What follows belongs to an exercise in optimizing a design on an open flow for small area; a production flow would make more cautious choices. Function was checked by simulation only, so behaviour that the tests miss may differ from the original. No activity file was given, so power comes from the tool's default toggle rates.

--- flow/config.mk ---
export PLATFORM = sky130hd
export DESIGN_NAME = vg63_loop_law
export DESIGN_NICKNAME = vg63_loop_law
export VERILOG_FILES = /design/flow/design.v
export SDC_FILE = /design/flow/constraint.sdc
export NUM_CORES = 8
export LEC_CHECK = 0
export CAP_MARGIN = 20
export CORE_MARGIN = 2
export CORE_UTILIZATION = 75
export CTS_BUF_LIST = sky130_fd_sc_hd__clkbuf_8
export CTS_CLUSTER_DIAMETER = 50
export CTS_CLUSTER_SIZE = 16
export PLACE_DENSITY = 0.82
export SLEW_MARGIN = 20
--- flow/constraint.sdc ---
create_clock -name core_clock -period 18.0 [get_ports {clk}]
set_input_delay 3.6000 -clock core_clock [delete_from_list [all_inputs] [get_ports {clk}]]
set_output_delay 3.6000 -clock core_clock [all_outputs]
set_load 0.01 [all_outputs]
--- flow/design.v ---
module vg63_loop_law (
    input  wire        clk,
    input  wire        rst,
    input  wire        cfg_we,
    input  wire [6:0]  cfg_addr,
    input  wire [31:0] cfg_wdata,
    input  wire        in_valid,
    output wire        in_ready,
    input  wire [31:0] in_e,
    input  wire [31:0] in_vn,
    input  wire [31:0] in_an,
    output reg         out_valid,
    output wire [31:0] out_y,
    output wire [31:0] out_ye,
    output reg         out_hi,
    output reg         out_lo,
    output reg         out_frozen
);
    localparam [3:0] ST_IDLE = 4'd0,
                     ST_FF   = 4'd1,
                     ST_FWD  = 4'd2,
                     ST_L1   = 4'd3,
                     ST_L2   = 4'd4,
                     ST_OW   = 4'd5,
                     ST_OP   = 4'd6,
                     ST_UW   = 4'd7,
                     ST_UPD  = 4'd8;
    reg  [4:0] ph;
    wire [2:0] p8 = ph[2:0];
    reg  [3:0] st;
    reg  [2:0] k;           
    reg  [6:0] c;           
    reg  [1:0] pass;        
    reg        pend;        
    reg  [6:0] adr;         
    reg  [2:0] nm1;         
    reg  [7:0] imask;
    assign in_ready = (st == ST_IDLE) && (ph == 5'd15);
    wire acc_cfg = in_ready && cfg_we;
    wire acc_smp = in_ready && in_valid;
    reg signed [30:0] E, W;
    reg signed [34:0] V;
    reg signed [35:0] A;
    reg  [1:0] psel,   n_psel;      
    reg  [3:0] dd,     n_dd;        
    reg        dfirst, n_dfirst;    
    reg        dstrm,  n_dstrm;     
    reg        dneg,   n_dneg;      
    reg        clrA,   n_clrA;
    reg        shift,  n_shift;
    reg        ldV,    n_ldV;       
    reg  [1:0] rndt,   n_rndt;      
    reg  [3:0] elo,    n_elo;       
    reg  [5:0] ehi,    n_ehi;       
    reg        rin;
    wire [37:0] erow = {ehi, 28'd0, elo};
    reg        pb0, pb1;
    always @(posedge clk) begin
        psel   <= n_psel;
        dd     <= n_dd;
        dfirst <= n_dfirst;
        dstrm  <= n_dstrm;
        dneg   <= n_dneg;
        clrA   <= n_clrA;
        shift  <= n_shift;
        ldV    <= n_ldV;
        rndt   <= n_rndt;
        elo    <= n_elo;
        ehi    <= n_ehi;
    end
    wire [30:0] P = (psel == 2'd0) ? E : (psel == 2'd1) ? V[30:0] : W;
    wire        pb = !dfirst && (dstrm ? pb1 : pb0);
    wire one0 = dd[0] ^ pb;
    wire two0 = (dd[1] & ~dd[0] & ~pb) | (~dd[1] & dd[0] & pb);
    wire s0   = (dd[1] ^ dneg) & (one0 | two0);
    wire one1 = dd[2] ^ dd[1];
    wire two1 = (dd[3] & ~dd[2] & ~dd[1]) | (~dd[3] & dd[2] & dd[1]);
    wire s1   = (dd[3] ^ dneg) & (one1 | two1);
    wire [31:0] Pe = {P[30], P};
    wire [31:0] P2 = {P, 1'b0};
    wire [31:0] r0 = (({32{one0}} & Pe) | ({32{two0}} & P2)) ^ {32{s0}};
    wire [31:0] r1 = (({32{one1}} & Pe) | ({32{two1}} & P2)) ^ {32{s1}};
    wire [35:0] ain = clrA ? 36'd0 : A;
    wire m_s1 = ain[0] ^ r0[0];
    wire m_c2 = ain[0] & r0[0];
    wire m_s3 = ain[2] ^ r0[2];
    wire m_c4 = ain[2] & r0[2];
    wire m_s5 = ain[3] ^ r0[3];
    wire m_c6 = ain[3] & r0[3];
    wire m_s7 = m_s1 ^ s0;
    wire m_c8 = m_s1 & s0;
    wire m_s9 = m_c2 ^ ain[1] ^ r0[1];
    wire m_c10 = (m_c2 & ain[1]) | (m_c2 & r0[1]) | (ain[1] & r0[1]);
    wire m_s11 = m_s3 ^ r1[0] ^ s1;
    wire m_c12 = (m_s3 & r1[0]) | (m_s3 & s1) | (r1[0] & s1);
    wire m_s13 = m_c4 ^ m_s5 ^ r1[1];
    wire m_c14 = (m_c4 & m_s5) | (m_c4 & r1[1]) | (m_s5 & r1[1]);
    wire m_s15 = m_c6 ^ ain[4] ^ r0[4];
    wire m_c16 = (m_c6 & ain[4]) | (m_c6 & r0[4]) | (ain[4] & r0[4]);
    wire m_s17 = ain[5] ^ r0[5];
    wire m_c18 = ain[5] & r0[5];
    wire m_s19 = ain[6] ^ r0[6];
    wire m_c20 = ain[6] & r0[6];
    wire m_s21 = ain[7] ^ r0[7];
    wire m_c22 = ain[7] & r0[7];
    wire m_s23 = ain[8] ^ r0[8];
    wire m_c24 = ain[8] & r0[8];
    wire m_s25 = ain[9] ^ r0[9];
    wire m_c26 = ain[9] & r0[9];
    wire m_s27 = ain[10] ^ r0[10];
    wire m_c28 = ain[10] & r0[10];
    wire m_s29 = ain[11] ^ r0[11];
    wire m_c30 = ain[11] & r0[11];
    wire m_s31 = ain[12] ^ r0[12];
    wire m_c32 = ain[12] & r0[12];
    wire m_s33 = ain[13] ^ r0[13];
    wire m_c34 = ain[13] & r0[13];
    wire m_s35 = ain[14] ^ r0[14];
    wire m_c36 = ain[14] & r0[14];
    wire m_s37 = ain[15] ^ r0[15];
    wire m_c38 = ain[15] & r0[15];
    wire m_s39 = ain[16] ^ r0[16];
    wire m_c40 = ain[16] & r0[16];
    wire m_s41 = ain[17] ^ r0[17];
    wire m_c42 = ain[17] & r0[17];
    wire m_s43 = ain[18] ^ r0[18];
    wire m_c44 = ain[18] & r0[18];
    wire m_s45 = ain[19] ^ r0[19];
    wire m_c46 = ain[19] & r0[19];
    wire m_s47 = ain[20] ^ r0[20];
    wire m_c48 = ain[20] & r0[20];
    wire m_s49 = ain[21] ^ r0[21];
    wire m_c50 = ain[21] & r0[21];
    wire m_s51 = ain[22] ^ r0[22];
    wire m_c52 = ain[22] & r0[22];
    wire m_s53 = ain[23] ^ r0[23];
    wire m_c54 = ain[23] & r0[23];
    wire m_s55 = ain[24] ^ r0[24];
    wire m_c56 = ain[24] & r0[24];
    wire m_s57 = ain[25] ^ r0[25];
    wire m_c58 = ain[25] & r0[25];
    wire m_s59 = ain[26] ^ r0[26];
    wire m_c60 = ain[26] & r0[26];
    wire m_s61 = ain[27] ^ r0[27];
    wire m_c62 = ain[27] & r0[27];
    wire m_s63 = ain[28] ^ r0[28];
    wire m_c64 = ain[28] & r0[28];
    wire m_s65 = ain[29] ^ r0[29];
    wire m_c66 = ain[29] & r0[29];
    wire m_s67 = ain[30] ^ r0[30];
    wire m_c68 = ain[30] & r0[30];
    wire m_s69 = ain[31] ^ ~r0[31] ^ r1[29];
    wire m_c70 = (ain[31] & ~r0[31]) | (ain[31] & r1[29]) | (~r0[31] & r1[29]);
    wire m_s71 = ain[32] ^ r1[30] ^ erow[32];
    wire m_c72 = (ain[32] & r1[30]) | (ain[32] & erow[32]) | (r1[30] & erow[32]);
    wire m_s73 = ain[33] ^ ~r1[31];
    wire m_c74 = ain[33] & ~r1[31];
    wire m_s75 = ain[34] ^ erow[34];
    wire m_c76 = ain[34] & erow[34];
    wire m_s77 = m_s7 ^ erow[0];
    wire m_c78 = m_s7 & erow[0];
    wire m_s79 = m_c8 ^ m_s9 ^ erow[1];
    wire m_c80 = (m_c8 & m_s9) | (m_c8 & erow[1]) | (m_s9 & erow[1]);
    wire m_s81 = m_c10 ^ m_s11 ^ erow[2];
    wire m_c82 = (m_c10 & m_s11) | (m_c10 & erow[2]) | (m_s11 & erow[2]);
    wire m_s83 = m_c12 ^ m_s13 ^ erow[3];
    wire m_c84 = (m_c12 & m_s13) | (m_c12 & erow[3]) | (m_s13 & erow[3]);
    wire m_s85 = m_c14 ^ m_s15 ^ r1[2];
    wire m_c86 = (m_c14 & m_s15) | (m_c14 & r1[2]) | (m_s15 & r1[2]);
    wire m_s87 = m_c16 ^ m_s17 ^ r1[3];
    wire m_c88 = (m_c16 & m_s17) | (m_c16 & r1[3]) | (m_s17 & r1[3]);
    wire m_s89 = m_c18 ^ m_s19 ^ r1[4];
    wire m_c90 = (m_c18 & m_s19) | (m_c18 & r1[4]) | (m_s19 & r1[4]);
    wire m_s91 = m_c20 ^ m_s21 ^ r1[5];
    wire m_c92 = (m_c20 & m_s21) | (m_c20 & r1[5]) | (m_s21 & r1[5]);
    wire m_s93 = m_c22 ^ m_s23 ^ r1[6];
    wire m_c94 = (m_c22 & m_s23) | (m_c22 & r1[6]) | (m_s23 & r1[6]);
    wire m_s95 = m_c24 ^ m_s25 ^ r1[7];
    wire m_c96 = (m_c24 & m_s25) | (m_c24 & r1[7]) | (m_s25 & r1[7]);
    wire m_s97 = m_c26 ^ m_s27 ^ r1[8];
    wire m_c98 = (m_c26 & m_s27) | (m_c26 & r1[8]) | (m_s27 & r1[8]);
    wire m_s99 = m_c28 ^ m_s29 ^ r1[9];
    wire m_c100 = (m_c28 & m_s29) | (m_c28 & r1[9]) | (m_s29 & r1[9]);
    wire m_s101 = m_c30 ^ m_s31 ^ r1[10];
    wire m_c102 = (m_c30 & m_s31) | (m_c30 & r1[10]) | (m_s31 & r1[10]);
    wire m_s103 = m_c32 ^ m_s33 ^ r1[11];
    wire m_c104 = (m_c32 & m_s33) | (m_c32 & r1[11]) | (m_s33 & r1[11]);
    wire m_s105 = m_c34 ^ m_s35 ^ r1[12];
    wire m_c106 = (m_c34 & m_s35) | (m_c34 & r1[12]) | (m_s35 & r1[12]);
    wire m_s107 = m_c36 ^ m_s37 ^ r1[13];
    wire m_c108 = (m_c36 & m_s37) | (m_c36 & r1[13]) | (m_s37 & r1[13]);
    wire m_s109 = m_c38 ^ m_s39 ^ r1[14];
    wire m_c110 = (m_c38 & m_s39) | (m_c38 & r1[14]) | (m_s39 & r1[14]);
    wire m_s111 = m_c40 ^ m_s41 ^ r1[15];
    wire m_c112 = (m_c40 & m_s41) | (m_c40 & r1[15]) | (m_s41 & r1[15]);
    wire m_s113 = m_c42 ^ m_s43 ^ r1[16];
    wire m_c114 = (m_c42 & m_s43) | (m_c42 & r1[16]) | (m_s43 & r1[16]);
    wire m_s115 = m_c44 ^ m_s45 ^ r1[17];
    wire m_c116 = (m_c44 & m_s45) | (m_c44 & r1[17]) | (m_s45 & r1[17]);
    wire m_s117 = m_c46 ^ m_s47 ^ r1[18];
    wire m_c118 = (m_c46 & m_s47) | (m_c46 & r1[18]) | (m_s47 & r1[18]);
    wire m_s119 = m_c48 ^ m_s49 ^ r1[19];
    wire m_c120 = (m_c48 & m_s49) | (m_c48 & r1[19]) | (m_s49 & r1[19]);
    wire m_s121 = m_c50 ^ m_s51 ^ r1[20];
    wire m_c122 = (m_c50 & m_s51) | (m_c50 & r1[20]) | (m_s51 & r1[20]);
    wire m_s123 = m_c52 ^ m_s53 ^ r1[21];
    wire m_c124 = (m_c52 & m_s53) | (m_c52 & r1[21]) | (m_s53 & r1[21]);
    wire m_s125 = m_c54 ^ m_s55 ^ r1[22];
    wire m_c126 = (m_c54 & m_s55) | (m_c54 & r1[22]) | (m_s55 & r1[22]);
    wire m_s127 = m_c56 ^ m_s57 ^ r1[23];
    wire m_c128 = (m_c56 & m_s57) | (m_c56 & r1[23]) | (m_s57 & r1[23]);
    wire m_s129 = m_c58 ^ m_s59 ^ r1[24];
    wire m_c130 = (m_c58 & m_s59) | (m_c58 & r1[24]) | (m_s59 & r1[24]);
    wire m_s131 = m_c60 ^ m_s61 ^ r1[25];
    wire m_c132 = (m_c60 & m_s61) | (m_c60 & r1[25]) | (m_s61 & r1[25]);
    wire m_s133 = m_c62 ^ m_s63 ^ r1[26];
    wire m_c134 = (m_c62 & m_s63) | (m_c62 & r1[26]) | (m_s63 & r1[26]);
    wire m_s135 = m_c64 ^ m_s65 ^ r1[27];
    wire m_c136 = (m_c64 & m_s65) | (m_c64 & r1[27]) | (m_s65 & r1[27]);
    wire m_s137 = m_c66 ^ m_s67 ^ r1[28];
    wire m_c138 = (m_c66 & m_s67) | (m_c66 & r1[28]) | (m_s67 & r1[28]);
    wire m_s139 = m_c68 ^ m_s69 ^ 1'b1;
    wire m_c140 = (m_c68 & m_s69) | (m_c68 & 1'b1) | (m_s69 & 1'b1);
    wire m_s141 = m_c70 ^ m_s71 ^ 1'b1;
    wire m_c142 = (m_c70 & m_s71) | (m_c70 & 1'b1) | (m_s71 & 1'b1);
    wire m_s143 = m_c72 ^ m_s73 ^ erow[33];
    wire m_c144 = (m_c72 & m_s73) | (m_c72 & erow[33]) | (m_s73 & erow[33]);
    wire m_s145 = m_c74 ^ m_s75 ^ 1'b1;
    wire m_c146 = (m_c74 & m_s75) | (m_c74 & 1'b1) | (m_s75 & 1'b1);
    wire m_s147 = m_c76 ^ ~ain[35] ^ erow[35];
    wire m_c148 = (m_c76 & ~ain[35]) | (m_c76 & erow[35]) | (~ain[35] & erow[35]);
    wire m_s149 = erow[36] ^ 1'b1;
    wire m_c150 = erow[36] & 1'b1;
    wire m_s151 = erow[37] ^ 1'b1;
    wire m_c152 = erow[37] & 1'b1;
    wire m_s153 = m_s77 ^ rin;
    wire m_c154 = m_s77 & rin;
    wire m_s155 = m_c78 ^ m_s79 ^ m_c154;
    wire m_c156 = (m_c78 & m_s79) | (m_c78 & m_c154) | (m_s79 & m_c154);
    wire m_s157 = m_c80 ^ m_s81 ^ m_c156;
    wire m_c158 = (m_c80 & m_s81) | (m_c80 & m_c156) | (m_s81 & m_c156);
    wire m_s159 = m_c82 ^ m_s83 ^ m_c158;
    wire m_c160 = (m_c82 & m_s83) | (m_c82 & m_c158) | (m_s83 & m_c158);
    wire m_s161 = m_c84 ^ m_s85 ^ m_c160;
    wire m_c162 = (m_c84 & m_s85) | (m_c84 & m_c160) | (m_s85 & m_c160);
    wire m_s163 = m_c86 ^ m_s87 ^ m_c162;
    wire m_c164 = (m_c86 & m_s87) | (m_c86 & m_c162) | (m_s87 & m_c162);
    wire m_s165 = m_c88 ^ m_s89 ^ m_c164;
    wire m_c166 = (m_c88 & m_s89) | (m_c88 & m_c164) | (m_s89 & m_c164);
    wire m_s167 = m_c90 ^ m_s91 ^ m_c166;
    wire m_c168 = (m_c90 & m_s91) | (m_c90 & m_c166) | (m_s91 & m_c166);
    wire m_s169 = m_c92 ^ m_s93 ^ m_c168;
    wire m_c170 = (m_c92 & m_s93) | (m_c92 & m_c168) | (m_s93 & m_c168);
    wire m_s171 = m_c94 ^ m_s95 ^ m_c170;
    wire m_c172 = (m_c94 & m_s95) | (m_c94 & m_c170) | (m_s95 & m_c170);
    wire m_s173 = m_c96 ^ m_s97 ^ m_c172;
    wire m_c174 = (m_c96 & m_s97) | (m_c96 & m_c172) | (m_s97 & m_c172);
    wire m_s175 = m_c98 ^ m_s99 ^ m_c174;
    wire m_c176 = (m_c98 & m_s99) | (m_c98 & m_c174) | (m_s99 & m_c174);
    wire m_s177 = m_c100 ^ m_s101 ^ m_c176;
    wire m_c178 = (m_c100 & m_s101) | (m_c100 & m_c176) | (m_s101 & m_c176);
    wire m_s179 = m_c102 ^ m_s103 ^ m_c178;
    wire m_c180 = (m_c102 & m_s103) | (m_c102 & m_c178) | (m_s103 & m_c178);
    wire m_s181 = m_c104 ^ m_s105 ^ m_c180;
    wire m_c182 = (m_c104 & m_s105) | (m_c104 & m_c180) | (m_s105 & m_c180);
    wire m_s183 = m_c106 ^ m_s107 ^ m_c182;
    wire m_c184 = (m_c106 & m_s107) | (m_c106 & m_c182) | (m_s107 & m_c182);
    wire m_s185 = m_c108 ^ m_s109 ^ m_c184;
    wire m_c186 = (m_c108 & m_s109) | (m_c108 & m_c184) | (m_s109 & m_c184);
    wire m_s187 = m_c110 ^ m_s111 ^ m_c186;
    wire m_c188 = (m_c110 & m_s111) | (m_c110 & m_c186) | (m_s111 & m_c186);
    wire m_s189 = m_c112 ^ m_s113 ^ m_c188;
    wire m_c190 = (m_c112 & m_s113) | (m_c112 & m_c188) | (m_s113 & m_c188);
    wire m_s191 = m_c114 ^ m_s115;
    wire m_c192 = m_c114 & m_s115;
    wire m_s193 = m_c116 ^ m_s117 ^ m_c192;
    wire m_c194 = (m_c116 & m_s117) | (m_c116 & m_c192) | (m_s117 & m_c192);
    wire m_s195 = m_c118 ^ m_s119 ^ m_c194;
    wire m_c196 = (m_c118 & m_s119) | (m_c118 & m_c194) | (m_s119 & m_c194);
    wire m_s197 = m_c120 ^ m_s121 ^ m_c196;
    wire m_c198 = (m_c120 & m_s121) | (m_c120 & m_c196) | (m_s121 & m_c196);
    wire m_s199 = m_c122 ^ m_s123 ^ m_c198;
    wire m_c200 = (m_c122 & m_s123) | (m_c122 & m_c198) | (m_s123 & m_c198);
    wire m_s201 = m_c124 ^ m_s125 ^ m_c200;
    wire m_c202 = (m_c124 & m_s125) | (m_c124 & m_c200) | (m_s125 & m_c200);
    wire m_s203 = m_c126 ^ m_s127 ^ m_c202;
    wire m_c204 = (m_c126 & m_s127) | (m_c126 & m_c202) | (m_s127 & m_c202);
    wire m_s205 = m_c128 ^ m_s129 ^ m_c204;
    wire m_c206 = (m_c128 & m_s129) | (m_c128 & m_c204) | (m_s129 & m_c204);
    wire m_s207 = m_c130 ^ m_s131 ^ m_c206;
    wire m_c208 = (m_c130 & m_s131) | (m_c130 & m_c206) | (m_s131 & m_c206);
    wire m_s209 = m_c132 ^ m_s133 ^ m_c208;
    wire m_c210 = (m_c132 & m_s133) | (m_c132 & m_c208) | (m_s133 & m_c208);
    wire m_s211 = m_c134 ^ m_s135 ^ m_c210;
    wire m_c212 = (m_c134 & m_s135) | (m_c134 & m_c210) | (m_s135 & m_c210);
    wire m_s213 = m_c136 ^ m_s137 ^ m_c212;
    wire m_c214 = (m_c136 & m_s137) | (m_c136 & m_c212) | (m_s137 & m_c212);
    wire m_s215 = m_c138 ^ m_s139 ^ m_c214;
    wire m_c216 = (m_c138 & m_s139) | (m_c138 & m_c214) | (m_s139 & m_c214);
    wire m_s217 = m_c140 ^ m_s141 ^ m_c216;
    wire m_c218 = (m_c140 & m_s141) | (m_c140 & m_c216) | (m_s141 & m_c216);
    wire m_s219 = m_c142 ^ m_s143 ^ m_c218;
    wire m_c220 = (m_c142 & m_s143) | (m_c142 & m_c218) | (m_s143 & m_c218);
    wire m_s221 = m_c144 ^ m_s145 ^ m_c220;
    wire m_c222 = (m_c144 & m_s145) | (m_c144 & m_c220) | (m_s145 & m_c220);
    wire m_s223 = m_c146 ^ m_s147 ^ m_c222;
    wire m_c224 = (m_c146 & m_s147) | (m_c146 & m_c222) | (m_s147 & m_c222);
    wire m_s225 = m_c148 ^ m_s149 ^ m_c224;
    wire m_c226 = (m_c148 & m_s149) | (m_c148 & m_c224) | (m_s149 & m_c224);
    wire m_s227 = m_c150 ^ m_s151 ^ m_c226;
    wire m_c228 = (m_c150 & m_s151) | (m_c150 & m_c226) | (m_s151 & m_c226);
    wire m_s229 = m_c114 ^ m_s115 ^ 1'b1;
    wire m_c230 = (m_c114 & m_s115) | (m_c114 & 1'b1) | (m_s115 & 1'b1);
    wire m_s231 = m_c116 ^ m_s117 ^ m_c230;
    wire m_c232 = (m_c116 & m_s117) | (m_c116 & m_c230) | (m_s117 & m_c230);
    wire m_s233 = m_c118 ^ m_s119 ^ m_c232;
    wire m_c234 = (m_c118 & m_s119) | (m_c118 & m_c232) | (m_s119 & m_c232);
    wire m_s235 = m_c120 ^ m_s121 ^ m_c234;
    wire m_c236 = (m_c120 & m_s121) | (m_c120 & m_c234) | (m_s121 & m_c234);
    wire m_s237 = m_c122 ^ m_s123 ^ m_c236;
    wire m_c238 = (m_c122 & m_s123) | (m_c122 & m_c236) | (m_s123 & m_c236);
    wire m_s239 = m_c124 ^ m_s125 ^ m_c238;
    wire m_c240 = (m_c124 & m_s125) | (m_c124 & m_c238) | (m_s125 & m_c238);
    wire m_s241 = m_c126 ^ m_s127 ^ m_c240;
    wire m_c242 = (m_c126 & m_s127) | (m_c126 & m_c240) | (m_s127 & m_c240);
    wire m_s243 = m_c128 ^ m_s129 ^ m_c242;
    wire m_c244 = (m_c128 & m_s129) | (m_c128 & m_c242) | (m_s129 & m_c242);
    wire m_s245 = m_c130 ^ m_s131 ^ m_c244;
    wire m_c246 = (m_c130 & m_s131) | (m_c130 & m_c244) | (m_s131 & m_c244);
    wire m_s247 = m_c132 ^ m_s133 ^ m_c246;
    wire m_c248 = (m_c132 & m_s133) | (m_c132 & m_c246) | (m_s133 & m_c246);
    wire m_s249 = m_c134 ^ m_s135 ^ m_c248;
    wire m_c250 = (m_c134 & m_s135) | (m_c134 & m_c248) | (m_s135 & m_c248);
    wire m_s251 = m_c136 ^ m_s137 ^ m_c250;
    wire m_c252 = (m_c136 & m_s137) | (m_c136 & m_c250) | (m_s137 & m_c250);
    wire m_s253 = m_c138 ^ m_s139 ^ m_c252;
    wire m_c254 = (m_c138 & m_s139) | (m_c138 & m_c252) | (m_s139 & m_c252);
    wire m_s255 = m_c140 ^ m_s141 ^ m_c254;
    wire m_c256 = (m_c140 & m_s141) | (m_c140 & m_c254) | (m_s141 & m_c254);
    wire m_s257 = m_c142 ^ m_s143 ^ m_c256;
    wire m_c258 = (m_c142 & m_s143) | (m_c142 & m_c256) | (m_s143 & m_c256);
    wire m_s259 = m_c144 ^ m_s145 ^ m_c258;
    wire m_c260 = (m_c144 & m_s145) | (m_c144 & m_c258) | (m_s145 & m_c258);
    wire m_s261 = m_c146 ^ m_s147 ^ m_c260;
    wire m_c262 = (m_c146 & m_s147) | (m_c146 & m_c260) | (m_s147 & m_c260);
    wire m_s263 = m_c148 ^ m_s149 ^ m_c262;
    wire m_c264 = (m_c148 & m_s149) | (m_c148 & m_c262) | (m_s149 & m_c262);
    wire m_s265 = m_c150 ^ m_s151 ^ m_c264;
    wire m_c266 = (m_c150 & m_s151) | (m_c150 & m_c264) | (m_s151 & m_c264);
    wire m_x267 = m_c190 ? m_s229 : m_s191;
    wire m_x268 = m_c190 ? m_s231 : m_s193;
    wire m_x269 = m_c190 ? m_s233 : m_s195;
    wire m_x270 = m_c190 ? m_s235 : m_s197;
    wire m_x271 = m_c190 ? m_s237 : m_s199;
    wire m_x272 = m_c190 ? m_s239 : m_s201;
    wire m_x273 = m_c190 ? m_s241 : m_s203;
    wire m_x274 = m_c190 ? m_s243 : m_s205;
    wire m_x275 = m_c190 ? m_s245 : m_s207;
    wire m_x276 = m_c190 ? m_s247 : m_s209;
    wire m_x277 = m_c190 ? m_s249 : m_s211;
    wire m_x278 = m_c190 ? m_s251 : m_s213;
    wire m_x279 = m_c190 ? m_s253 : m_s215;
    wire m_x280 = m_c190 ? m_s255 : m_s217;
    wire m_x281 = m_c190 ? m_s257 : m_s219;
    wire m_x282 = m_c190 ? m_s259 : m_s221;
    wire m_x283 = m_c190 ? m_s261 : m_s223;
    wire m_x284 = m_c190 ? m_s263 : m_s225;
    wire m_x285 = m_c190 ? m_s265 : m_s227;
    wire [37:0] m_sum = {m_x285, m_x284, m_x283, m_x282, m_x281, m_x280, m_x279, m_x278, m_x277, m_x276, m_x275, m_x274, m_x273, m_x272, m_x271, m_x270, m_x269, m_x268, m_x267, m_s189, m_s187, m_s185, m_s183, m_s181, m_s179, m_s177, m_s175, m_s173, m_s171, m_s169, m_s167, m_s165, m_s163, m_s161, m_s159, m_s157, m_s155, m_s153};
    wire [37:0] S = m_sum;
    wire [3:0] dout = S[3:0];
    always @(posedge clk) begin
        if (dstrm)
            pb1 <= dd[3];
        else
            pb0 <= dd[3];
    end
    function [30:0] sat31;
        input [37:0] v;
        begin
            if (v[37:30] != {8{v[37]}})
                sat31 = v[37] ? 31'h40000000 : 31'h3FFFFFFF;
            else
                sat31 = v[30:0];
        end
    endfunction
    wire [30:0] Ssat = sat31(S);
    always @(posedge clk)
        A <= shift ? {{2{S[37]}}, S[37:4]} : ldV ? {V[34], V} : S[35:0];
    wire [30:0] qb0, qb12, qa12;
    wire [62:0] qs1;
    wire [61:0] qs2;
    reg  [1:0] wcf;         
    wire       clr = pend && (adr == 7'h45);
    reg  [7:0] w1lo, w2lo;  
    reg        w1hi, w2hi;
    reg        frz;         
    genvar g;
    generate
        for (g = 0; g < 31; g = g + 1) begin : RB0
            localparam integer TR = g / 4;
            reg [7:0] r;
            always @(posedge clk) r <= {r[6:0], wcf[0] ? W[g] : r[7]};
            assign qb0[g] = r[(6 + TR) % 8];
        end
        for (g = 0; g < 31; g = g + 1) begin : RC
            localparam integer I = g / 4;
            reg [31:0] r;
            always @(posedge clk) r <= {r[30:0], wcf[1] ? W[g] : r[31]};
            assign qb12[g] = r[(14 + 2 * I) % 32];
            assign qa12[g] = r[(31 + 2 * I) % 32];
        end
        for (g = 0; g < 32; g = g + 1) begin : RS12L
            localparam integer I = g / 4;
            reg [15:0] r;
            wire we = clr || w1lo[I] || w2lo[I];
            always @(posedge clk) r <= {r[14:0], we ? dout[g % 4] : r[15]};
            assign qs1[g] = r[(13 - I) % 16];
            assign qs2[g] = r[6];
        end
        for (g = 32; g < 62; g = g + 1) begin : RS12H
            localparam integer I = (g - 32) / 4;
            reg [15:0] r;
            wire we = clr || w1hi || w2hi;
            always @(posedge clk) r <= {r[14:0], we ? A[g - 32] : r[15]};
            assign qs1[g] = r[(14 + I) % 16];
            assign qs2[g] = r[(7 + 2 * I) % 16];
        end
        if (1) begin : RS1T
            reg [7:0] r;
            wire we = clr || w1hi;
            always @(posedge clk) r <= {r[6:0], we ? A[30] : r[7]};
            assign qs1[62] = r[5];
        end
    endgenerate
    wire [3:0] b0d  [0:7];
    wire [3:0] b12d [0:7];
    wire [3:0] a12d [0:7];
    wire [3:0] s1ld [0:7];
    wire [3:0] s1hd [0:7];
    wire [3:0] s2ld [0:7];
    wire [3:0] s2hd [0:7];
    generate
        for (g = 0; g < 7; g = g + 1) begin : DG
            assign b0d[g]  = qb0[4*g+3:4*g];
            assign b12d[g] = qb12[4*g+3:4*g];
            assign a12d[g] = qa12[4*g+3:4*g];
            assign s1hd[g] = qs1[32+4*g+3:32+4*g];
            assign s2hd[g] = qs2[32+4*g+3:32+4*g];
        end
        for (g = 0; g < 8; g = g + 1) begin : DL
            assign s1ld[g] = qs1[4*g+3:4*g];
            assign s2ld[g] = qs2[4*g+3:4*g];
        end
    endgenerate
    assign b0d[7]  = {qb0[30], qb0[30:28]};
    assign b12d[7] = {qb12[30], qb12[30:28]};
    assign a12d[7] = {qa12[30], qa12[30:28]};
    assign s1hd[7] = {qs1[62], qs1[62:60]};
    assign s2hd[7] = {qs2[61], qs2[61], qs2[61:60]};
    wire [2:0] jo = p8 - 3'd3;            
    wire [2:0] esel = (pend && adr[6:1] == 6'b100000) ? ph[3:1] : jo;
    reg  [3:0] edig;
    always @* begin
        case (esel)
            3'd0: edig = W[3:0];
            3'd1: edig = W[7:4];
            3'd2: edig = W[11:8];
            3'd3: edig = W[15:12];
            3'd4: edig = W[19:16];
            3'd5: edig = W[23:20];
            3'd6: edig = W[27:24];
            default: edig = {W[30], W[30:28]};
        endcase
    end
    reg  [63:0] rk;
    wire wk = pend && (adr == {6'b100000, ph[0]});
    always @(posedge clk) rk <= {rk[59:0], wk ? edig : rk[63:60]};
    wire [3:0] kkd = rk[59:56];       
    reg  [31:0] rmin, rmax, rslw, rye;
    wire [3:0]  omn = rmin[31:28];
    wire [3:0]  omx = rmax[31:28];
    wire [3:0]  slw = rslw[31:28];
    wire [3:0]  yep = rye[31:28];
    wire        wye;
    wire [3:0]  yen;
    always @(posedge clk) begin
        rmin <= {rmin[27:0], (pend && adr == 7'h42) ? edig : omn};
        rmax <= {rmax[27:0], (pend && adr == 7'h43) ? edig : omx};
        rslw <= {rslw[27:0], (pend && adr == 7'h44) ? edig : slw};
        rye  <= {rye[27:0],  clr ? 4'd0 : wye ? yen : yep};
    end
    wire       in_step = (st == ST_FWD) || (st == ST_UPD);
    wire       dig_c   = in_step && (c[6:3] == 4'd0);         
    wire       rnd_c   = in_step && (c == 7'd8);
    wire       s1ph    = (c[6:4] == 3'd1);
    wire       s2ph    = (c[6:3] == 4'd5) || (c[6:3] == 4'd6);
    wire [2:0] pi      = s1ph ? c[3:1] : {~c[3], c[2:1]};           
    wire       pfirst  = !c[0];
    wire       in_pair = (st == ST_UPD) && (s1ph || s2ph);
    wire       kodd    = k[0];
    wire [1:0] rx = (st == ST_FWD) ? ((k == 3'd0) ? 2'd0 : 2'd2) : (kodd ? 2'd2 : 2'd0);
    wire [1:0] ry = kodd ? 2'd0 : 2'd2;
    wire [3:0] ph_n     = ph[3:0] + 4'd1;
    wire       n_step   = (st_n == ST_FWD) || (st_n == ST_UPD);
    wire       n_dig    = n_step && (c_n[6:3] == 4'd0);            
    wire       n_s1ph   = (c_n[6:4] == 3'd1);
    wire       n_s2ph   = (c_n[6:3] == 4'd5) || (c_n[6:3] == 4'd6);
    wire [2:0] n_pi     = n_s1ph ? c_n[3:1] : {~c_n[3], c_n[2:1]};
    wire       n_pfirst = !c_n[0];
    wire       n_pair   = (st_n == ST_UPD) && (n_s1ph || n_s2ph);
    wire [1:0] n_rx     = (st_n == ST_FWD) ? ((k_n == 3'd0) ? 2'd0 : 2'd2) :
                          (k_n[0] ? 2'd2 : 2'd0);
    wire [1:0] n_ry     = k_n[0] ? 2'd0 : 2'd2;
    wire [2:0] n_idx    = n_dig ? c_n[2:0] : n_pi;
    wire [7:0] n_oh     = 8'd1 << n_idx;
    wire       f_b0     = n_dig;
    wire       f_b12    = n_pair && n_pfirst;
    wire       f_a12    = n_pair && !n_pfirst;
    wire       f_s2     = n_pair && !n_pfirst && n_s1ph;
    reg  [3:0] dsel, esel_lo;
    reg  [5:0] esel_hi;
    integer    di;
    always @* begin
        dsel    = 4'd0;
        esel_lo = 4'd0;
        esel_hi = 6'd0;
        for (di = 0; di < 8; di = di + 1) begin
            dsel    = dsel | ({4{f_b0 && n_oh[di]}} & b0d[di])
                           | ({4{f_b12 && n_oh[di]}} & b12d[di])
                           | ({4{f_a12 && n_oh[di]}} & a12d[di]);
            esel_lo = esel_lo | ({4{f_b0 && n_oh[di]}} & s1ld[di])
                              | ({4{f_s2 && n_oh[di]}} & s2ld[di]);
            esel_hi = esel_hi | ({6{f_b0 && n_oh[di]}} & {(di == 7) ? {2{s1hd[di][3]}} : 2'b00, s1hd[di]})
                              | ({6{f_s2 && n_oh[di]}} & {(di == 7) ? {2{s2hd[di][3]}} : 2'b00, s2hd[di]});
        end
    end
    always @* begin
        n_psel   = 2'd2;
        n_dd     = 4'd0;
        n_dfirst = 1'b1;
        n_dstrm  = 1'b0;
        n_dneg   = 1'b0;
        n_clrA   = 1'b0;
        n_shift  = 1'b0;
        n_ldV    = 1'b0;
        n_rndt   = 2'd0;
        n_elo    = 4'd0;
        n_ehi    = 6'd0;
        if (st_n == ST_IDLE) begin
            n_clrA   = 1'b1;
        end else if (st_n == ST_FF) begin
            n_psel   = ph_n[0] ? 2'd2 : 2'd1;
            n_dd     = kkd;
            n_dfirst = (ph_n[3:1] == 3'd0);
            n_dstrm  = ph_n[0];
            n_clrA   = (ph_n == 4'd0);
            n_shift  = ph_n[0] && (ph_n != 4'd15);
        end else if (n_dig) begin
            n_psel   = n_rx;
            n_dd     = dsel;
            n_dfirst = (c_n == 7'd0);
            n_clrA   = (c_n == 7'd0);
            n_shift  = (c_n[2:0] != 3'd7);
            n_elo    = esel_lo;
            n_ehi    = esel_hi;
        end else if (n_pair) begin
            n_psel   = n_pfirst ? n_rx : n_ry;
            n_dd     = dsel;
            n_dfirst = (n_pi == 3'd0);
            n_dstrm  = !n_pfirst;
            n_dneg   = !n_pfirst;
            n_clrA   = n_pfirst && (n_pi == 3'd0);
            n_shift  = !n_pfirst;
            n_elo    = esel_lo;
            n_ehi    = esel_hi;
        end else if (st_n == ST_L1) begin
            n_psel   = 2'd2;
            n_dd     = 4'd1;
        end else if (st_n == ST_L2) begin
            n_rndt   = 2'd2;
        end
        if (n_step && c_n == 7'd8)
            n_rndt = 2'd1;
        if (st_n == ST_FWD && c_n == 7'd8 && k_n == nm1)
            n_ldV = 1'b1;
    end
    reg  b27, stk, fb27, fstk;
    always @* begin
        if (rndt[1])
            rin = fb27 && (!A[35] || fstk);
        else if (rndt[0])
            rin = b27 && (!A[35] || stk);
        else
            rin = 1'b0;
    end
    integer ii;
    always @* begin
        wcf = 2'd0;
        if (pend && !adr[6] && adr[5:3] == p8) begin
            wcf[0] = (adr[2:0] == 3'd0);
            case (adr[2:0])
                3'd1: wcf[1] = (ph[4:3] == adr[4:3]);
                3'd4: wcf[1] = (ph[4:3] == adr[4:3] + 2'd1);
                3'd3: wcf[1] = (ph[4:3] == adr[4:3] + 2'd2);
                3'd2: wcf[1] = (ph[4:3] == adr[4:3] + 2'd3);
                default: ;
            endcase
        end
        for (ii = 0; ii < 8; ii = ii + 1) begin
            w1lo[ii] = in_pair && !pfirst && s1ph && (pi == ii) && !frz;
            w2lo[ii] = in_pair && !pfirst && !s1ph && (pi == ii) && !frz;
        end
        w1hi = (st == ST_UPD) && (c == 7'd32) && !frz;
        w2hi = (st == ST_UPD) && (c == 7'd56) && !frz;
    end
    reg bnz, bsg, pfx, T, lzv, q0, q1;
    reg [2:0] lz;
    wire [30:0] PX = (rx == 2'd0) ? E : W;
    wire xnz = |PX;
    wire xs  = PX[30];
    wire pin = pfx ^ bsg;
    wire sgG = T ^ pin;
    wire gnz = !(lzv && (lz > k));
    wire [3:0] ydig = edig;
    reg cA, cB, cC, zA, zB, zD, zC, sgA, sgB, szr, spos, sneg;
    wire op    = (st == ST_OP);
    wire j0    = (jo == 3'd0);
    wire j7    = (jo == 3'd7);
    wire ltmin = sgA;
    wire lemin = sgA || !zA;
    wire gtmax = !sgB && zB;
    wire gemax = !sgB;
    wire [3:0] yl = ltmin ? omn : gtmax ? omx : ydig;
    wire [4:0] t1 = {1'b0, ydig} + {1'b0, ~omn} + {4'd0, j0 ? 1'b1 : cA};
    wire [4:0] t2 = {1'b0, ydig} + {1'b0, ~omx} + {4'd0, j0 ? 1'b1 : cB};
    wire [4:0] t3 = {1'b0, yl} + {1'b0, ~yep} + {4'd0, j0 ? 1'b1 : cA};
    wire [4:0] t4 = {1'b0, t3[3:0]} + {1'b0, ~slw} + {4'd0, j0 ? 1'b1 : cB};
    wire [4:0] t5 = {1'b0, t3[3:0]} + {1'b0, slw} + {4'd0, j0 ? 1'b0 : cC};
    wire [4:0] t6 = {1'b0, yep} + {1'b0, sneg ? ~slw : slw} + {4'd0, j0 ? sneg : cA};
    wire [3:0] yen0 = (spos || sneg) ? t6[3:0] : yl;
    assign     yen  = j7 ? {yen0[2], yen0[2:0]} : yen0;
    wire [4:0] t7 = {1'b0, yen} + {1'b0, ~yl} + {4'd0, j0 ? 1'b1 : cB};
    assign     wye  = op && (pass == 2'd2);
    wire gt_s = !(t3[3] ^ ~slw[3] ^ t4[4]) && (zD || (t4[3:0] != 4'd0));
    wire lt_s = t3[3] ^ slw[3] ^ t5[4];
    wire e_lt = t7[3];
    wire e_gt = !t7[3] && (zC || (t7[3:0] != 4'd0));
    wire hi_n = e_lt || gemax;
    wire lo_n = e_gt || lemin;
    reg [3:0] st_n;
    reg [2:0] k_n;
    reg [6:0] c_n;
    always @* begin
        st_n = st;
        k_n  = k;
        c_n  = c;
        case (st)
            ST_IDLE: begin
                if (acc_smp)
                    st_n = ST_FF;
            end
            ST_FF: begin
                if (ph == 5'd31) begin
                    st_n = ST_FWD;
                    k_n  = 3'd0;
                    c_n  = 7'd0;
                end
            end
            ST_FWD: begin
                if (c == 7'd8) begin
                    c_n = 7'd0;
                    if (k == nm1)
                        st_n = ST_L1;
                    else
                        k_n = k + 3'd1;
                end else
                    c_n = c + 7'd1;
            end
            ST_L1: st_n = ST_L2;
            ST_L2: st_n = (p8 == 3'd2) ? ST_OP : ST_OW;
            ST_OW: if (p8 == 3'd2) st_n = ST_OP;
            ST_OP: begin
                if (j7 && pass == 2'd2)
                    st_n = ST_UW;
            end
            ST_UW: begin
                if (ph == 5'd31) begin
                    st_n = ST_UPD;
                    k_n  = 3'd0;
                    c_n  = 7'd0;
                end
            end
            ST_UPD: begin
                if (c == 7'd72) begin
                    c_n = 7'd0;
                    if (k == nm1)
                        st_n = ST_IDLE;
                    else
                        k_n = k + 3'd1;
                end else
                    c_n = c + 7'd1;
            end
            default: st_n = ST_IDLE;
        endcase
        if (rst)
            st_n = ST_IDLE;
    end
    always @(posedge clk) begin
        st <= st_n;
        k  <= k_n;
        c  <= c_n;
        if (rst) begin
            ph        <= 4'd0;
            pend      <= 1'b0;
            out_valid <= 1'b0;
        end else begin
            ph        <= ph + 5'd1;
            out_valid <= (st == ST_OP) && j7 && (pass == 2'd2);
            if (acc_cfg)
                pend <= 1'b1;
            else if (ph == 5'd15)
                pend <= 1'b0;
        end
    end
    always @(posedge clk) begin
        if (acc_cfg) begin
            adr <= cfg_addr;
            if (cfg_addr == 7'h45) begin
                nm1   <= cfg_wdata[2:0] - 3'd1;
                imask <= cfg_wdata[15:8];
            end
        end
    end
    always @(posedge clk) begin
        if (acc_smp)
            E <= in_e[30:0];
        else if (st == ST_UPD && rnd_c && ry == 2'd0)
            E <= Ssat;
        if (acc_smp)
            V <= {{4{in_vn[30]}}, in_vn[30:0]};
        else if (st == ST_FF && ph[3:0] == 4'd15)
            V <= S[34:0];
        if (acc_cfg)
            W <= cfg_wdata[30:0];
        else if (acc_smp)
            W <= in_an[30:0];
        else if ((st == ST_FWD && rnd_c) || st == ST_L2 ||
                 (st == ST_UPD && rnd_c && ry == 2'd2))
            W <= Ssat;
    end
    always @(posedge clk) begin
        if (dig_c && c[2:0] != 3'd7) begin
            if (c[2:0] == 3'd6) begin
                b27 <= dout[3];
                stk <= stk || (dout[2:0] != 3'd0);
            end else
                stk <= ((c[2:0] != 3'd0) && stk) || (dout != 4'd0);
        end
        if (st == ST_FF && ph[0] && ph[3:1] != 3'd7) begin
            if (ph[3:1] == 3'd6) begin
                fb27 <= dout[3];
                fstk <= fstk || (dout[2:0] != 3'd0);
            end else
                fstk <= ((ph[3:1] != 3'd0) && fstk) || (dout != 4'd0);
        end
    end
    always @(posedge clk) begin
        if (dig_c) begin
            bnz <= ((c[2:0] != 3'd0) && bnz) || (dd != 4'd0);
            if (c[2:0] == 3'd7)
                bsg <= dd[3];
        end
        if (st == ST_FF) begin
            pfx <= 1'b0;
            lzv <= 1'b0;
            q0  <= 1'b0;
            q1  <= 1'b0;
        end else if (st == ST_FWD && rnd_c) begin
            pfx <= pin;
            if (k == nm1)
                T <= pin;
            if (!bnz) begin
                lz  <= k;
                lzv <= 1'b1;
            end
            if (imask[k] && xnz) begin
                if (xs ^ pin) begin
                    q1 <= 1'b1;
                    q0 <= bnz && q0;
                end else begin
                    q0 <= 1'b1;
                    q1 <= bnz && q1;
                end
            end else if (!bnz) begin
                q0 <= 1'b0;
                q1 <= 1'b0;
            end
        end else if (st == ST_UW) begin
            pfx <= 1'b0;
        end else if (st == ST_UPD && rnd_c) begin
            pfx <= pin;
            frz <= imask[k] && gnz && xnz &&
                   ((out_hi && !(sgG ^ xs)) || (out_lo && (sgG ^ xs)));
        end
    end
    always @(posedge clk) begin
        if (st == ST_L2)
            pass <= 2'd0;
        else if (op && j7)
            pass <= pass + 2'd1;
        if (op) begin
            case (pass)
                2'd0: begin
                    cA  <= t1[4];
                    cB  <= t2[4];
                    zA  <= (!j0 && zA) || (t1[3:0] != 4'd0);
                    zB  <= (!j0 && zB) || (t2[3:0] != 4'd0);
                    szr <= (!j0 && szr) || (slw != 4'd0);
                    if (j7) begin
                        sgA <= t1[3];
                        sgB <= t2[3];
                    end
                end
                2'd1: begin
                    cA <= t3[4];
                    cB <= t4[4];
                    cC <= t5[4];
                    zD <= (!j0 && zD) || (t4[3:0] != 4'd0);
                    if (j7) begin
                        sneg <= szr && lt_s;
                        spos <= szr && !lt_s && gt_s;
                    end
                end
                default: begin
                    cA <= t6[4];
                    cB <= t7[4];
                    zC <= (!j0 && zC) || (t7[3:0] != 4'd0);
                    if (j7) begin
                        out_hi     <= hi_n;
                        out_lo     <= lo_n;
                        out_frozen <= (hi_n && (T ? q1 : q0)) || (lo_n && (T ? q0 : q1));
                    end
                end
            endcase
        end
    end
    assign out_y  = {W[30], W};
    assign out_ye = {rye[3:0], rye[7:4], rye[11:8], rye[15:12],
                     rye[19:16], rye[23:20], rye[27:24], rye[31:28]};
endmodule
--- flow/flow/run.sh ---
#!/bin/bash
# The standard layout (standard.sh), with two of its settings changed:
# ports buffered with buf_1, and a clock tree without dummy loads.
set -euo pipefail
export BUFFER_PORTS_ARGS="-buffer_cell sky130_fd_sc_hd__buf_1"
export CTS_ARGS="-sink_clustering_enable -repair_clock_nets -sink_clustering_size 34 -sink_clustering_max_diameter 55 -buf_list sky130_fd_sc_hd__clkbuf_16 -dont_use_dummy_load"
bash standard.sh finish > standard_flow.log 2>&1
--- flow/standard.sh ---
#!/bin/bash
# synth_recipe.tcl (not shown) runs the flow's synth.tcl, then flattens the netlist and writes it again
# the make line also repeats each setting of config.mk as NAME=value (left out here)
make -C /OpenROAD-flow-scripts/flow DESIGN_CONFIG=/design/flow/config.mk WORK_HOME=/design/flow/orfs CLKGATE_MAP_FILE= SYNTH_SCRIPT=/design/flow/synth_recipe.tcl "${@:-finish}"
==> results of run 1 <==
synthesized netlist by cell type (all sizes together), types with 32 or more instances:
cell type / n
xnor2: 64
buf: 41
dfxtp: 2518
nor2b: 54
mux2: 128
inv: 108
nor2: 170
ha: 98
a22oi: 40
o211ai: 45
nor3: 44
mux2i: 84
o22ai: 81
o21ai: 91
nor4: 32
clkbuf: 116
fa: 67
nand3: 34
nand2: 253
a21oi: 182
edfxtp: 143
routing by layer:
layer / up-vias / share of wire (%)
met5: - / 0.041
met4: 12 / 6.0
met3: 561 / 9.5
met2: 2051 / 46
met1: 18060 / 38
li1: 16480 / -
layout make-up:
type	count	area, um^2	share of cell area [%]
well taps	1186	1484	1.982
flip-flops and latches	2661	54710	73.07
multi-input cells	1843	13730	18.33
clock buffers	134	3353	4.478
diodes	9	22.52	0.03008
inverters	109	409.1	0.5464
repair buffers	257	1171	1.564
stage by stage:
| step | area, um^2 | hold slack [ps] |
|---|---|---|
| floorplan | 69390 | 309.6 |
| global placement | 71480 | 309.6 |
| detailed placement | 71490 | 312.1 |
| CTS | 74840 | 255.5 |
| global route | 74860 | 250.6 |
| finish | 74870 | 250.7 |
registers in the layout, indices dropped and copies added (netlist names), 4 cells and up:
name	count
st	4
dd	4
rk	64
RS12H.r	480
ph	5
ehi	5
rye	32
E	31
W	31
RS1T.r	8
RB0.r	248
rmax	32
elo	4
imask	8
adr	7
rslw	32
c	7
RS12L.r	512
V	35
RC.r	992
rmin	32
A	36
logic make-up after synthesis:
kind of cell | count (synthesis) | synth area share (%)
xor+xnor | 91 | 1.149
mux | 216 | 3.419
compound gates | 647 | 6.228
flops | 2661 | 78.84
buf+inv | 266 | 1.535
fa+ha+maj | 165 | 3.700
simple gates | 724 | 5.134
power by group:
part | internal, W | total (W) | switching [W]
combinational | 0.0000494 | 0.000172 | 0.000123
sequential | 0.00593 | 0.00594 | 0.00000732
clock | 0.00133 | 0.00307 | 0.00173
total | 0.00731 | 0.00918 | 0.00186
how the worst max path moves through the flow:
stage | from | endpoint | slack (ps) | cells past startpoint
3_3_place_gp | psel[0] | W[3] | 3250 | 43
4_1_cts | psel[0] | W[8] | 3030 | 43
5_1_grt | psel[0] | W[8] | 2310 | 43
3_5_place_dp | psel[0] | W[15] | 3200 | 43
2_1_floorplan | psel[0] | W[20] | 4380 | 45
6_report | psel[0] | W[25] | 2940 | 42
==> flow_summary.json, run 1 <==
{
  "slew_headroom_pct": 21.97,
  "vias": 37170,
  "worst_slew_pin_slew_ps": 1166,
  "final_util_pct": 81.68,
  "maxCapViolCount": 0,
  "critPathKind": "flip-flop to flip-flop",
  "power_leakage_nw": 29.52,
  "crit_path_top_delay_cell": "nor3_2",
  "met2_usage_pct": 57.46,
  "skew_ps": 78.95,
  "cp-end-kind": "flip-flop",
  "chipHeight_um": 308.2,
  "required_ps": 18440,
  "fillers": 4562,
  "cp.arrival_ps": 15500,
  "async_reset_ff_share_pct": 0,
  "met3_usage_pct": 8.418,
  "wl_per_cell_um": 27.31,
  "finalWeightedCongestion": 0.9338,
  "start_kind": "flip-flop",
  "top_usage_layer": "met2",
  "avgViaCountPerCell": 5.996,
  "r2r-end": "W[25]",
  "ios": 208,
  "cts_setup_buffers": 0,
  "clk_pin_slew_worst_paths_ps": 120,
  "holdBufCountCts": 0,
  "dp.cells": 6055,
  "synth_top_cell_area_share_pct": 72.65,
  "hpwl_mm": 109.8,
  "overflow": 0,
  "slowest_delay_ps": 660,
  "tns_ps": 0,
  "use_met1_pct": 46.19,
  "final_antenna_net_count": 0,
  "min_period_over_period_pct": 83.65,
  "power.total_w": 0.009178,
  "rsz0062_at_grt": "no",
  "crit_path_frequent_cell": "fa_1",
  "nets": 5310,
  "cts_tree": "built",
  "fin_crit_ps": 15060,
  "grt_max_degree": 70,
  "layout-drive-gt1-share_pct": 7.934,
  "cts-root-buf": "clkbuf_16",
  "worstHoldPathCells": 0,
  "postSynthCellCount": 4770,
  "cts.sinks": 2661,
  "syn_avg_cell_area_um2": 14.55,
  "vdd_ir_drop_max_mv": 0.1166,
  "core.rowCount": 111,
  "worst-path-buf-inv": 5,
  "holdPathEnd": "RS12H[53].r[14]",
  "area_growth_pct": 7.907,
  "cts_resized": 0,
  "dr.pass1.iters": 8,
  "drc": 0,
  "synth_nets": 5074,
  "cp_top_family": "adder cells",
  "grt_pass1_vias": 37570,
  "routed_wl_mm": 169.3,
  "grt_pass1_wl_mm": 245.0,
  "min_path_type": "flip-flop to flip-flop",
  "final_common_cell": "dfxtp_1",
  "r2r_cells": 42,
  "maxSlewViolCount": 0,
  "pre_cts_slack_ps": 3203,
  "synth_edf_count": 143,
  "yosys_warnings": 1,
  "setup-violations-final": 0,
  "power_density_mw_per_mm2": 122.6,
  "r2r_slack_ps": 2940,
  "grt_usage_pct": 36.09,
  "die_x_um": 308.2,
  "syn_area_mm2": 0.06939,
  "core_mm2": 0.09166,
  "min_from": "RS12H[53].r[13]",
  "synthFlopType": "dfxtp_1",
  "clock_latency_ps": 770,
  "mostFrequentLayoutCells": "dfxtp_1 (2,514), nand2_1 (251), buf_1 (203), a21oi_1 (176), nor2_1 (167)",
  "timing.rr.start": "psel[0]",
  "ys_ff_latch": 2661,
  "finalHoldViolCount": 0,
  "fmax_mhz": 66.41,
  "dieArea_mm2": 0.09497,
  "cts_made_buffers": 134,
  "port-buffer-count": 203,
  "setup_ws_ps": 2943,
  "drt-initial-drc-count": 4309,
  "synth_top_area_cell": "dfxtp_1",
  "h-tree-depth": 4,
  "start_util_pct": 75.70,
  "cp_max_fo": 31,
  "synth-seq-area-share_pct": 78.84,
  "status": "finished clean",
  "ys_types": 98,
  "clock_tree.buffer_depth": 3,
  "synth_area_leaders": "dfxtp_1 (73%), edfxtp_1 (6.2%), mux2_2 (2.1%)",
  "fin_cells": 6199,
  "grt_antenna_before_repair": 22
}
==> run 2, diff against run 1 <==
==> flow/flow/run.sh (replaced) <==
#!/bin/bash
# The standard layout (standard.sh), with two of its settings changed:
# ports buffered with buf_1, and a clock tree without dummy loads.
set -euo pipefail
export BUFFER_PORTS_ARGS="-buffer_cell sky130_fd_sc_hd__buf_1"
export CTS_ARGS="-sink_clustering_enable -repair_clock_nets -sink_clustering_size 18 -sink_clustering_max_diameter 45 -buf_list sky130_fd_sc_hd__clkbuf_8 -dont_use_dummy_load"
bash standard.sh finish > standard_flow.log 2>&1
==> run 2 against run 1 <==
Wire length down 7.7%. Via count is 1.7% lower. Largest cell class unchanged. Total power fell by 5.7%. Critical path depth is the same. Die area stayed put. Utilization down 0.91 points. Still clean. Critical endpoint is now W[17]. Sequential power about the same. Sequential cell count did not move. First-iteration DRC count down 11%. Highest routed layer unchanged.
==> flow_summary.json, run 2 <==
{
  "status": "finished clean",
  "setup-violations-final": 0,
  "top_regs": "RC.r x992, RS12L.r x512, RS12H.r x480",
  "start_kind": "flip-flop",
  "critPathLaunch": "psel[0]",
  "die_x_um": 308.2,
  "syn_area_mm2": 0.06939,
  "h-tree-depth": 4,
  "synth_nets": 5074,
  "power_density_mw_per_mm2": 116.9,
  "fin_crit_ps": 15010,
  "routed_wl_mm": 156.2,
  "synth_area_leaders": "dfxtp_1 (73%), edfxtp_1 (6.2%), mux2_2 (2.1%)",
  "timing.rr.start": "psel[0]",
  "synthFlopType": "dfxtp_1",
  "crit_path_top_delay_cell": "nor3_2",
  "dieArea_mm2": 0.09497,
  "drt-initial-drc-count": 3827,
  "seq_area_mm2": 0.05471,
  "rsz0062_at_grt": "no",
  "crit_end": "W[17]",
  "cp.arrival_ps": 15540,
  "skew_ps": 125.5,
  "fillers": 4798,
  "start_util_pct": 75.70,
  "synth_top_area_cell": "dfxtp_1",
  "r2r_cells": 42,
  "vdd_ir_drop_max_mv": 0.09988,
  "cts_made_buffers": 182,
  "avgViaCountPerCell": 5.841,
  "ys_types": 98,
  "cts_resized": 0,
  "clk_pin_slew_worst_paths_ps": 100,
  "synth-seq-area-share_pct": 78.84,
  "hpwl_mm": 109.8,
  "synth_edf_count": 143,
  "nets": 5357,
  "core.rowCount": 111,
  "largest_reg_flops": 992,
  "grt_pass1_vias": 36160,
  "crit_path_frequent_cell": "fa_1",
  "maxCapViolCount": 0,
  "cts_tree": "built",
  "min_period_over_period_pct": 83.42,
  "power_leakage_nw": 29.17,
  "critPathKind": "flip-flop to flip-flop",
  "grt_usage_pct": 33.21,
  "yosysMostFrequentCell": "dfxtp_1",
  "mostFrequentLayoutCells": "dfxtp_1 (2,514), nand2_1 (251), buf_1 (203), clkbuf_8 (182), a21oi_1 (176)",
  "postSynthCellCount": 4770,
  "vias": 36540,
  "area_growth_pct": 6.706,
  "async_reset_ff_share_pct": 0,
  "required_ps": 18530,
  "finalWeightedCongestion": 0.9338,
  "top_register": "RC.r",
  "syn_avg_cell_area_um2": 14.55,
  "maxSlewViolCount": 0,
  "slowest_delay_ps": 660,
  "grt_pass1_wl_mm": 227.5,
  "synth_top_cell_area_share_pct": 72.65,
  "grt_max_degree": 70,
  "final_util_pct": 80.78,
  "r2r_slack_ps": 2990,
  "tns_ps": 0,
  "cts_setup_buffers": 0,
  "power.total_w": 0.008658,
  "wl_per_cell_um": 24.97,
  "cts.sinks": 2661,
  "cts-root-buf": "clkbuf_8",
  "yosys_warnings": 1,
  "worst_slew_pin_slew_ps": 1247,
  "cp_max_fo": 31,
  "min_path_type": "flip-flop to flip-flop",
  "finalHoldViolCount": 0,
  "final_common_cell": "dfxtp_1",
  "multi_input_comb_area_mm2": 0.01373,
  "chipHeight_um": 308.2,
  "r2r-end": "W[17]",
  "synth_common_cells": "dfxtp_1 (2,518), nand2_1 (252), a21oi_1 (179), nor2_1 (168), edfxtp_1 (143)",
  "ios": 208,
  "clock_tree.buffer_depth": 3,
  "grt_antenna_before_repair": 21,
  "clock_latency_ps": 880,
  "holdBufCountCts": 0,
  "slew_headroom_pct": 16.45,
  "ys_ff_latch": 2661,
  "worstHoldPathCells": 0,
  "cp-end-kind": "flip-flop",
  "drc": 0,
  "core_mm2": 0.09166,
  "final_antenna_net_count": 0,
  "dr.pass1.iters": 6,
  "layout-drive-gt1-share_pct": 8.790,
  "overflow": 0,
  "fmax_mhz": 66.60,
  "port-buffer-count": 203
}
[run 2: area by class of cell]
type,instances,share of cell area [%]
inverters,109,0.5526
multi-input cells,1843,18.54
flip-flops and latches,2661,73.89
diodes,18,0.06084
clock buffers,182,3.383
repair buffers,256,1.572
well taps,1186,2.004
[run 2: worst min path at each step]
stage / start / to / slack, ps
6_report: RS12H[46].r[2] / RS12H[46].r[3] / 280
5_1_grt: RS12H[46].r[2] / RS12H[46].r[3] / 270
4_1_cts: RS12H[34].r[11] / RS12H[34].r[12] / 270
3_5_place_dp: RC[1].r[13] / RC[1].r[14] / 310
3_3_place_gp: RC[28].r[18] / RC[28].r[19] / 310
2_1_floorplan: RB0[0].r[0] / RB0[0].r[1] / 310
[run 2: per-layer routing]
metal / part of all wire (%) / vias up / global-route usage, % / routed length [um]
met2: 45 / 1855 / 51.52 / 70460
met4: 5.1 / 2 / 15.61 / 7927
met3: 9.0 / 407 / 6.597 / 14090
met1: 41 / 17700 / 45.50 / 63710
met5: 0.0064 / - / 0 / 10
li1: - / 16580 / - / -
[run 2: cell families (layout without fill, tap and decap cells)]
group / after synthesis / in the layout / synth area share [%]
AOI/OAI and AO/OA: 647 / 647 / 6.228
xor gates and xnor gates: 91 / 91 / 1.149
adders and majority gates: 165 / 165 / 3.700
buffers and inverters: 266 / 547 / 1.535
DFF: 2661 / 2661 / 78.84
muxes: 216 / 216 / 3.419
other: 0 / 18 / 0
and+or+nand+nor: 724 / 724 / 5.134
[run 2: per-stage QoR]
stage / hold slack, ps / cell area [um^2] / setup slack [ps] / instances
after detailed placement: 312.1 / 71490 / 3203 / 6055
after CTS: 274.9 / 74000 / 3106 / 6237
final: 275.1 / 74040 / 2985 / 6255
after global routing: 269.3 / 74000 / 2321 / 6239
after floorplan: 309.6 / 69390 / 4383 / 4770
after global placement: 309.6 / 71480 / 3251 / 6054
[run 2: report_power, final]
| part | switching [W] | internal, W | leakage [nW] |
|---|---|---|---|
| Sequential | 0.00000695 | 0.00593 | 21.5 |
| Combinational | 0.000118 | 0.0000492 | 6.32 |
| Clock | 0.00164 | 0.000907 | 1.31 |
| Total | 0.00177 | 0.00689 | 29.2 |
[run 2: critical path: cells and delay by family (launching register included)]
kind                       cells  cell delay (ps)
AOI/OAI and AO/OA              9             2210
xor gates and xnor gates       1              290
adders and majority gates     20             9090
buffers and inverters          5             1120
DFF                            1              320
muxes                          2              380
and+or+nand+nor                5             1210
==> run 3, diff against run 2 <==
--- a/flow/config.mk
+++ b/flow/config.mk
@@ -6,4 +6,5 @@
 export NUM_CORES = 8
 export LEC_CHECK = 0
+export ABC_AREA = 1
 export CAP_MARGIN = 20
 export CORE_MARGIN = 2
==> run 3 against run 2 <==
Sequential power increased by 3%. Total power increased by 12%. First-iteration DRC count increased by 18%. Sequential share of layout area increased by 0.31 points. Cell count increased by 7.5%. Die area decreased by 0.37%. Highest routed layer unchanged.
==> flow_summary.json, run 3 <==
{
  "core.rowCount": 111,
  "nets": 5841,
  "critPathLaunch": "psel[1]",
  "core_mm2": 0.09152,
  "cp-end-kind": "flip-flop",
  "synth_edf_count": 143,
  "required_ps": 18620,
  "vdd_ir_drop_max_mv": 0.1942,
  "synth-seq-area-share_pct": 79.14,
  "wl_per_cell_um": 25.34,
  "grt_antenna_before_repair": 18,
  "overflow": 0,
  "syn_avg_cell_area_um2": 13.21,
  "h-tree-depth": 4,
  "avgViaCountPerCell": 5.759,
  "status": "finished clean",
  "dieArea_mm2": 0.09461,
  "cp_top_family": "adder cells",
  "drc": 0,
  "skew_ps": 128.6,
  "mostFrequentLayoutCells": "dfxtp_1 (2,517), nand2_1 (545), inv_1 (366), nor2_1 (241), o21ai_0 (209)",
  "cts_made_buffers": 184,
  "r2r-end": "W[15]",
  "holdBufCountCts": 0,
  "chipHeight_um": 307.6,
  "pre_cts_slack_ps": 3427,
  "crit_path_frequent_cell": "fa_1",
  "rsz0062_at_grt": "no",
  "ys_types": 70,
  "worst-path-buf-inv": 10,
  "clk_pin_slew_worst_paths_ps": 100,
  "largest_reg_flops": 992,
  "synth_top_cell_area_share_pct": 72.92,
  "ys_ff_latch": 2661,
  "cts.sinks": 2661,
  "synth_area_leaders": "dfxtp_1 (73%), edfxtp_1 (6.2%), nand2_1 (3.0%)",
  "final_antenna_net_count": 0,
  "fmax_mhz": 67.55,
  "dr.pass1.iters": 9,
  "async_reset_ff_share_pct": 0,
  "slowest_delay_ps": 630,
  "seq_area_mm2": 0.05470,
  "syn_area_mm2": 0.06913,
  "cts-root-buf": "clkbuf_8",
  "postSynthCellCount": 5233,
  "top_register": "RC.r",
  "slew_headroom_pct": 22.46,
  "top_regs": "RC.r x992, RS12L.r x512, RS12H.r x480",
  "start_kind": "flip-flop",
  "grt_max_degree": 81,
  "r2r_slack_ps": 3200,
  "hpwl_mm": 119.2,
  "power_leakage_nw": 30.41,
  "r2r_cells": 45,
  "tns_ps": 0,
  "cts_tree": "built",
  "finalWeightedCongestion": 0.9805,
  "worst-path-stages": 45,
  "fin_crit_ps": 14800,
  "cts_resized": 0,
  "synth_nets": 5537,
  "maxSlewViolCount": 0,
  "drt-initial-drc-count": 4503,
  "crit_path_top_delay_cell": "o21ai_0",
  "synthFlopType": "dfxtp_1",
  "setup_ws_ps": 3196,
  "multi_input_comb_area_mm2": 0.01240,
  "clock_latency_ps": 930,
  "yosysMostFrequentCell": "dfxtp_1",
  "ios": 208,
  "critPathKind": "flip-flop to flip-flop",
  "port-buffer-count": 203,
  "cts_setup_buffers": 0,
  "area_growth_pct": 6.656,
  "grt_pass1_wl_mm": 246.8,
  "setup-violations-final": 0,
  "yosys_warnings": 1,
  "maxCapViolCount": 0,
  "min_period_over_period_pct": 82.25,
  "grt_pass1_vias": 38780,
  "clock_tree.buffer_depth": 3,
  "final_common_cell": "dfxtp_1",
  "min_path_type": "flip-flop to flip-flop",
  "vias": 38740,
  "crit_end": "W[15]",
  "cp_max_fo": 60,
  "synth_top_area_cell": "dfxtp_1",
  "grt_usage_pct": 36.14,
  "die_x_um": 307.6,
  "routed_wl_mm": 170.4,
  "worst_slew_pin_slew_ps": 1155,
  "synth_common_cells": "dfxtp_1 (2,518), nand2_1 (546), inv_1 (367), nor2_1 (241), o21ai_0 (212)",
  "finalHoldViolCount": 0,
  "start_util_pct": 75.53,
  "power_density_mw_per_mm2": 131.2,
  "fillers": 4751,
  "cp.arrival_ps": 15430,
  "layout-drive-gt1-share_pct": 6.612,
  "timing.rr.start": "psel[1]"
}
==> run 3: worst reg2reg max path: cells and delay by family (launching register included) <==
family / cells / cell delay, ps
adders and majority gates: 20 / 9170
buffers and inverters: 10 / 2390
and+or+nand+nor: 11 / 1480
AOI/OAI and AO/OA: 3 / 890
DFF: 1 / 490
xor gates and xnor gates: 1 / 200
==> run 3: cells by family (layout without fill, tap and decap cells) <==
logic type | count (synthesis) | after routing | synth area share [%]
buffers and inverters | 537 | 839 | 2.997
adders and majority gates | 165 | 165 | 3.714
AOI/OAI and AO/OA | 637 | 637 | 5.662
xor gates and xnor gates | 102 | 102 | 1.292
other | 0 | 6 | 0
and+or+nand+nor | 1130 | 1130 | 7.182
muxes | 1 | 1 | 0.01629
DFF | 2661 | 2661 | 79.14
==> run 3: cell type report <==
cell class / count / area share [%]
timing repair buffer: 238 / 1.390
multi-input combinational: 2035 / 16.81
inverter: 417 / 2.130
antenna: 6 / 0.02037
clock buffer: 184 / 3.435
sequential: 2661 / 74.20
tap: 1186 / 2.013
==> run 3: worst min-delay path by stage <==
stage,startpoint,end,slack [ps],cells past startpoint
2_1_floorplan,RB0[0].r[0],RB0[0].r[1],310,0
3_3_place_gp,RS12H[50].r[8],RS12H[50].r[9],310,0
3_5_place_dp,RC[1].r[18],RC[1].r[19],310,0
4_1_cts,RB0[6].r[0],RB0[6].r[1],260,0
5_1_grt,RB0[6].r[0],RB0[6].r[1],240,0
6_report,RC[0].r[2],RC[0].r[3],260,0
==> run 3: per-layer routing <==
layer / GRT usage (%) / wire length (um)
met4: 19.82 / 10300
met5: 0 / 86
met1: 48.14 / 66690
met3: 9.050 / 18330
met2: 54.81 / 75040
==> run 3: report_power, final <==
part	total (W)	internal, W	switching (W)	leakage [nW]
clock	0.00261	0.000916	0.00170	1.32
sequential	0.00609	0.00606	0.0000303	21.6
combinational	0.000972	0.000266	0.000706	7.51
==> run 3: stage by stage <==
| stage | hold slack (ps) | instances | total power [W] | area (um^2) | util (%) |
|---|---|---|---|---|---|
| after floorplan | 309.6 | 5233 | 0.006849 | 69130 | - |
| after global placement | 309.6 | 6537 | 0.007060 | 71180 | 77.77 |
| after detailed placement | 312.1 | 6537 | 0.007127 | 71180 | 77.77 |
| after CTS | 262.1 | 6721 | 0.009636 | 73710 | 80.54 |
| after global routing | 243.7 | 6725 | 0.009953 | 73720 | 80.55 |
| final | 255.4 | 6727 | 0.009673 | 73730 | 80.55 |

==> afterwards: timing with drivers on the ports <==
In the flow no input, the clock included, has a driving cell. The finished layouts below were timed again as built, in two steps. Step 1 assumes that a clkbuf_16 drives the clock port and a buf_2 every other input. Step 2 moves the port delays by t, midway between the first and last clock arrival at a register: inputs arrive t later, outputs are due t later. That takes back most of the time a late clock gives input paths. Slacks: ideal / step 1 / step 2; pairs: ideal / step 1.
run	shift t [ns]	slack for setup (ns)	hold slack, ns	worst data-port slew with drivers (ns)
run 1	0.815	2.943 / 2.943 / 2.943	0.251 / 0.251 / 0.251	0.15
run 2	0.894	2.985 / 2.985 / 2.985	0.275 / 0.275 / 0.275	0.15
run 3	0.933	3.196 / 3.196 / 3.196	0.255 / 0.255 / 0.255	0.14
After both steps every run listed still meets setup and hold.
